This design comes from an exercise in tuning for small area, a short achievable clock period and few clock cycles on the open sky130 flow, not from production work.
Function was checked by simulation only, so behaviour that the tests miss may differ from the original.

// nyate_core
module nyate_core (
    input  wire        clk,
    input  wire        rst,           
    input  wire [15:0] ilen,          
    input  wire [10:0] dlen,          
    output wire [14:0] imem_addr,
    input  wire [35:0] imem_rdata,
    output wire [15:0] dmem_addr,
    output wire        dmem_we,
    output wire [17:0] dmem_wdata,
    input  wire [17:0] dmem_rdata,
    output reg         halted,
    output reg  [3:0]  fault_cause,
    output reg  [17:0] fault_detail
);
For scale: roughly 5600 cells after synthesis, ~460 flip-flops, about 42000 µm² of cells after synthesis.
clock: 14.0 ns
lec_check: 0
abc_area: 1
cap_margin: 20
core_margin: 2
core_utilization: 50
cts_buf_list: sky130_fd_sc_hd__clkbuf_8
slew_margin: 20
standard.sh (not shown) runs the stock make flow with config.mk's settings and CLKGATE_MAP_FILE= SYNTH_SCRIPT=/design/flow/synth_recipe.tcl, a recipe that flattens the netlist after the stock synthesis.
==> flow/flow/run.sh <==
#!/bin/bash
# Layout flow: the standard layout (the make command of standard.sh),
# except that
#  - the port buffers are plain sky130_fd_sc_hd__buf_2 cells instead of the
#    delay cells buffer_ports picks on its own (every port still gets one);
#  - timing repair aims for 6.8 ns, so that the critical paths get
#    repaired although the 14 ns clock is met, and it may resize cells to
#    other footprints (MATCH_CELL_FOOTPRINT=0). The constraints are unchanged.
# The make output goes to standard_flow.log; each ORFS step keeps its own
# log under orfs/logs/.
set -euo pipefail
cd "$(dirname "$0")/.."
export BUFFER_PORTS_ARGS="-buffer_cell sky130_fd_sc_hd__buf_2"
export SETUP_SLACK_MARGIN=7.2
sed 's/"\${@:-finish}"/MATCH_CELL_FOOTPRINT=0 finish/' standard.sh > standard_nofp.sh
grep -q 'MATCH_CELL_FOOTPRINT=0 finish' standard_nofp.sh
bash standard_nofp.sh > standard_flow.log 2>&1
The starting point completed with no timing, DRC or antenna violations.
Testbench counts at the start, summed over its fixed seeds: cycles 73,868.
==> next run, changes <==
==> flow/flow/run.sh (replaced) <==
#!/bin/bash
# Layout flow: the standard layout (the make command of standard.sh),
# except that
#  - the port buffers are plain sky130_fd_sc_hd__buf_2 cells instead of the
#    delay cells buffer_ports picks on its own (every port still gets one);
#  - timing repair aims for 6.0 ns, so that the critical paths get
#    repaired although the 14 ns clock is met, and it may resize cells to
#    other footprints (MATCH_CELL_FOOTPRINT=0). The constraints are unchanged;
#  - clock tree synthesis adds no dummy loads.
# The make output goes to standard_flow.log; each ORFS step keeps its own
# log under orfs/logs/.
set -euo pipefail
cd "$(dirname "$0")/.."
export BUFFER_PORTS_ARGS="-buffer_cell sky130_fd_sc_hd__buf_2"
export SETUP_SLACK_MARGIN=8.0
export CTS_ARGS="-sink_clustering_enable -repair_clock_nets -buf_list sky130_fd_sc_hd__clkbuf_8 -dont_use_dummy_load"
sed 's/"\${@:-finish}"/MATCH_CELL_FOOTPRINT=0 finish/' standard.sh > standard_nofp.sh
grep -q 'MATCH_CELL_FOOTPRINT=0 finish' standard_nofp.sh
bash standard_nofp.sh > standard_flow.log 2>&1
Setup slack improved by 0.49 ns.
Fmax climbs by 7.9%.
Final area climbs by 5.1%.
Core utilization climbs by 2.8 points.
Worst hold slack got worse by 0.026 ns.
Via count climbs by 1.4%.
Die area stays the same.
==> next run, changes <==
--- a/flow/flow/run.sh
+++ b/flow/flow/run.sh
@@ -4,5 +4,5 @@
 #  - the port buffers are plain sky130_fd_sc_hd__buf_2 cells instead of the
 #    delay cells buffer_ports picks on its own (every port still gets one);
-#  - timing repair aims for 6.0 ns, so that the critical paths get
+#  - timing repair aims for 6.8 ns, so that the critical paths get
 #    repaired although the 14 ns clock is met, and it may resize cells to
 #    other footprints (MATCH_CELL_FOOTPRINT=0). The constraints are unchanged;
@@ -13,5 +13,5 @@
 cd "$(dirname "$0")/.."
 export BUFFER_PORTS_ARGS="-buffer_cell sky130_fd_sc_hd__buf_2"
-export SETUP_SLACK_MARGIN=8.0
+export SETUP_SLACK_MARGIN=7.2
 export CTS_ARGS="-sink_clustering_enable -repair_clock_nets -buf_list sky130_fd_sc_hd__clkbuf_8 -dont_use_dummy_load"
 sed 's/"\${@:-finish}"/MATCH_CELL_FOOTPRINT=0 finish/' standard.sh > standard_nofp.sh
- ABC_AREA: 1 -> default
The changed run completed without violations.
Routed wire length rises by 2.3%.
Worst setup slack got worse by 1.2 ns.
Fmax drops by 16%.
Global-route usage went up by 0.15 points.
Synthesized cell count shrinks by 14%.
Via count drops by 3.9%.
==> next run, changes <==
- ABC_AREA: default -> 1
Utilization stays flat.
Worst setup slack improved by 0.70 ns.
Via count climbs by about 2%.
Clock skew drops by 0.0034 ns.
Fmax climbs by 10%.
Synthesized cell count climbs by about 16%.
Design area drops by about 1.7%.
Final cell count climbs by 12%.
Non-clock buffer count drops by 26.
==> next run, changes <==
--- a/flow/flow/run.sh
+++ b/flow/flow/run.sh
@@ -4,5 +4,5 @@
 #  - the port buffers are plain sky130_fd_sc_hd__buf_2 cells instead of the
 #    delay cells buffer_ports picks on its own (every port still gets one);
-#  - timing repair aims for 6.8 ns, so that the critical paths get
+#  - timing repair aims for 6.4 ns, so that the critical paths get
 #    repaired although the 14 ns clock is met, and it may resize cells to
 #    other footprints (MATCH_CELL_FOOTPRINT=0). The constraints are unchanged;
@@ -13,5 +13,5 @@
 cd "$(dirname "$0")/.."
 export BUFFER_PORTS_ARGS="-buffer_cell sky130_fd_sc_hd__buf_2"
-export SETUP_SLACK_MARGIN=7.2
+export SETUP_SLACK_MARGIN=7.6
 export CTS_ARGS="-sink_clustering_enable -repair_clock_nets -buf_list sky130_fd_sc_hd__clkbuf_8 -dont_use_dummy_load"
 sed 's/"\${@:-finish}"/MATCH_CELL_FOOTPRINT=0 finish/' standard.sh > standard_nofp.sh
- CORE_UTILIZATION: 50 -> 55
What happened: The changed run completed without violations. Sequential cell count does not change. Die area came out lower by 9.0%. Maximum frequency came out higher by 5.0%. Wire length came out lower by 6.7%. Setup slack improves by 0.32 ns.
==> next run, changes <==
--- a/flow/flow/run.sh
+++ b/flow/flow/run.sh
@@ -4,5 +4,5 @@
 #  - the port buffers are plain sky130_fd_sc_hd__buf_2 cells instead of the
 #    delay cells buffer_ports picks on its own (every port still gets one);
-#  - timing repair aims for 6.4 ns, so that the critical paths get
+#  - timing repair aims for 5.4 ns, so that the critical paths get
 #    repaired although the 14 ns clock is met, and it may resize cells to
 #    other footprints (MATCH_CELL_FOOTPRINT=0). The constraints are unchanged;
@@ -13,5 +13,5 @@
 cd "$(dirname "$0")/.."
 export BUFFER_PORTS_ARGS="-buffer_cell sky130_fd_sc_hd__buf_2"
-export SETUP_SLACK_MARGIN=7.6
+export SETUP_SLACK_MARGIN=8.6
 export CTS_ARGS="-sink_clustering_enable -repair_clock_nets -buf_list sky130_fd_sc_hd__clkbuf_8 -dont_use_dummy_load"
 sed 's/"\${@:-finish}"/MATCH_CELL_FOOTPRINT=0 finish/' standard.sh > standard_nofp.sh
- CORE_UTILIZATION: 55 -> 50
- cell area went up by 11%
- synthesized cell count is unchanged
- critical path depth went down by 1
- core utilization went up by 0.49 points
- maximum frequency went down by 0.31%
- global-route usage went down by 1.6 points
- clock skew went down by 0.0083 ns

* * *

nyate_core, a different RTL version from the one above (not shown whole).
Size in the first run: roughly 4600 cells after synthesis, roughly 460 flip-flops, ~160 I/O pins, roughly 41000 sq um of cells after synthesis.
==> flow/design.v (excerpt) <==
module nyate_core (
    input  wire        clk,
    input  wire        rst,           
    input  wire [15:0] ilen,          
    input  wire [10:0] dlen,          
    output wire [14:0] imem_addr,
    input  wire [35:0] imem_rdata,
    output wire [15:0] dmem_addr,
    output wire        dmem_we,
    output wire [17:0] dmem_wdata,
    input  wire [17:0] dmem_rdata,
    output reg         halted,
    output reg  [3:0]  fault_cause,
    output reg  [17:0] fault_detail
);
==> flow/config.mk <==
export PLATFORM = sky130hd
export DESIGN_NAME = nyate_core
export DESIGN_NICKNAME = nyate_core
export VERILOG_FILES = /design/flow/design.v
export SDC_FILE = /design/flow/constraint.sdc
export NUM_CORES = 4
export LEC_CHECK = 0
export CAP_MARGIN = 20
export CORE_MARGIN = 2
export CORE_UTILIZATION = 50
export CTS_BUF_LIST = sky130_fd_sc_hd__clkbuf_8
export SLEW_MARGIN = 20
==> flow/constraint.sdc <==
create_clock -name core_clock -period 14.0 [get_ports {clk}]
set_input_delay 2.8000 -clock core_clock [delete_from_list [all_inputs] [get_ports {clk}]]
set_output_delay 2.8000 -clock core_clock [all_outputs]
set_load 0.01 [all_outputs]
==> flow/flow/run.sh <==
#!/bin/bash
# Layout flow: the standard layout (the make command of standard.sh),
# except that
#  - the port buffers are plain sky130_fd_sc_hd__buf_2 cells instead of the
#    delay cells buffer_ports picks on its own (every port still gets one);
#  - timing repair aims for 6.8 ns, so that the critical paths get
#    repaired although the 14 ns clock is met, and it may resize cells to
#    other footprints (MATCH_CELL_FOOTPRINT=0). The constraints are unchanged.
# The make output goes to standard_flow.log; each ORFS step keeps its own
# log under orfs/logs/.
set -euo pipefail
cd "$(dirname "$0")/.."
export BUFFER_PORTS_ARGS="-buffer_cell sky130_fd_sc_hd__buf_2"
export SETUP_SLACK_MARGIN=7.2
sed 's/"\${@:-finish}"/MATCH_CELL_FOOTPRINT=0 finish/' standard.sh > standard_nofp.sh
grep -q 'MATCH_CELL_FOOTPRINT=0 finish' standard_nofp.sh
bash standard_nofp.sh > standard_flow.log 2>&1
Testbench counts at the start, summed over its fixed seeds: cycles 73,382.
==> next run, changes <==
==> flow/flow/run.sh (replaced) <==
#!/bin/bash
# Layout flow: the standard layout (standard.sh), except that the port
# buffers are plain sky130_fd_sc_hd__buf_2 cells instead of the delay cells
# buffer_ports picks on its own. Every port still gets its buffer.
# The make output goes to standard_flow.log; each ORFS step keeps its own
# log under orfs/logs/.
set -euo pipefail
cd "$(dirname "$0")/.."
export BUFFER_PORTS_ARGS="-buffer_cell sky130_fd_sc_hd__buf_2"
bash standard.sh finish > standard_flow.log 2>&1
- CORE_UTILIZATION: 50 -> 60
Via count grows slightly.
Final area shrinks by a few percent.
Sequential cell count is unchanged.
Register-to-register slack got worse by 1100 ps.
Clock skew shrinks by 16 ps.
Worst setup slack got worse by 470 ps.
Final cell count shrinks by a few percent.

what the ideal ports hide:
No port has a modelled driver above. Below, the same layouts with a new extraction and two added sets of constraints.
Step 1, drivers: a clkbuf_16 drives clk and a buf_2 each remaining input, both assumed.
Step 2 moves the port delays by t, midway between the first and last clock arrival at a register: inputs arrive t later, outputs are due t later. That takes back most of the time a late clock gives input paths.
Three values: no drivers, after step 1, after step 2; two values: the first two.
| run | t (ns) | setup slack, ns | worst setup path at the end | worst register clock-pin slew, ns | cell pins on the clock port's net |
|---|---|---|---|---|---|
| the first run of note 1 | 0.803 | 7.269 / 7.269 / 6.470 | input to register | 0.07 / 0.07 | 1 |
| the second run of note 1 | 0.780 | 7.760 / 7.707 / 7.008 | input to register | 0.07 / 0.07 | 1 |
| the third run of note 1 | 0.761 | 6.559 / 6.492 / 6.658 | input to register | 0.07 / 0.07 | 1 |
| the fourth run of note 1 | 0.763 | 7.262 / 7.194 / 6.563 | input to register | 0.07 / 0.07 | 1 |
| the fifth run of note 1 | 0.755 | 7.581 / 7.512 / 7.052 | input to register | 0.07 / 0.07 | 1 |
| the sixth run of note 1 | 0.770 | 7.561 / 7.488 / 7.333 | input to register | 0.07 / 0.07 | 1 |
| the first run of note 2 | 0.783 | 6.616 / 6.548 / 6.607 | input to register | 0.08 / 0.08 | 1 |
| the second run of note 2 | 0.768 | 6.150 / 6.087 / 6.185 | register to register | 0.08 / 0.08 | 1 |
After both steps every run listed still meets setup and hold. The setup slack of the first run of note 1, which loses most, moves by 0.000 ns with the drivers and by -0.799 ns with both steps.
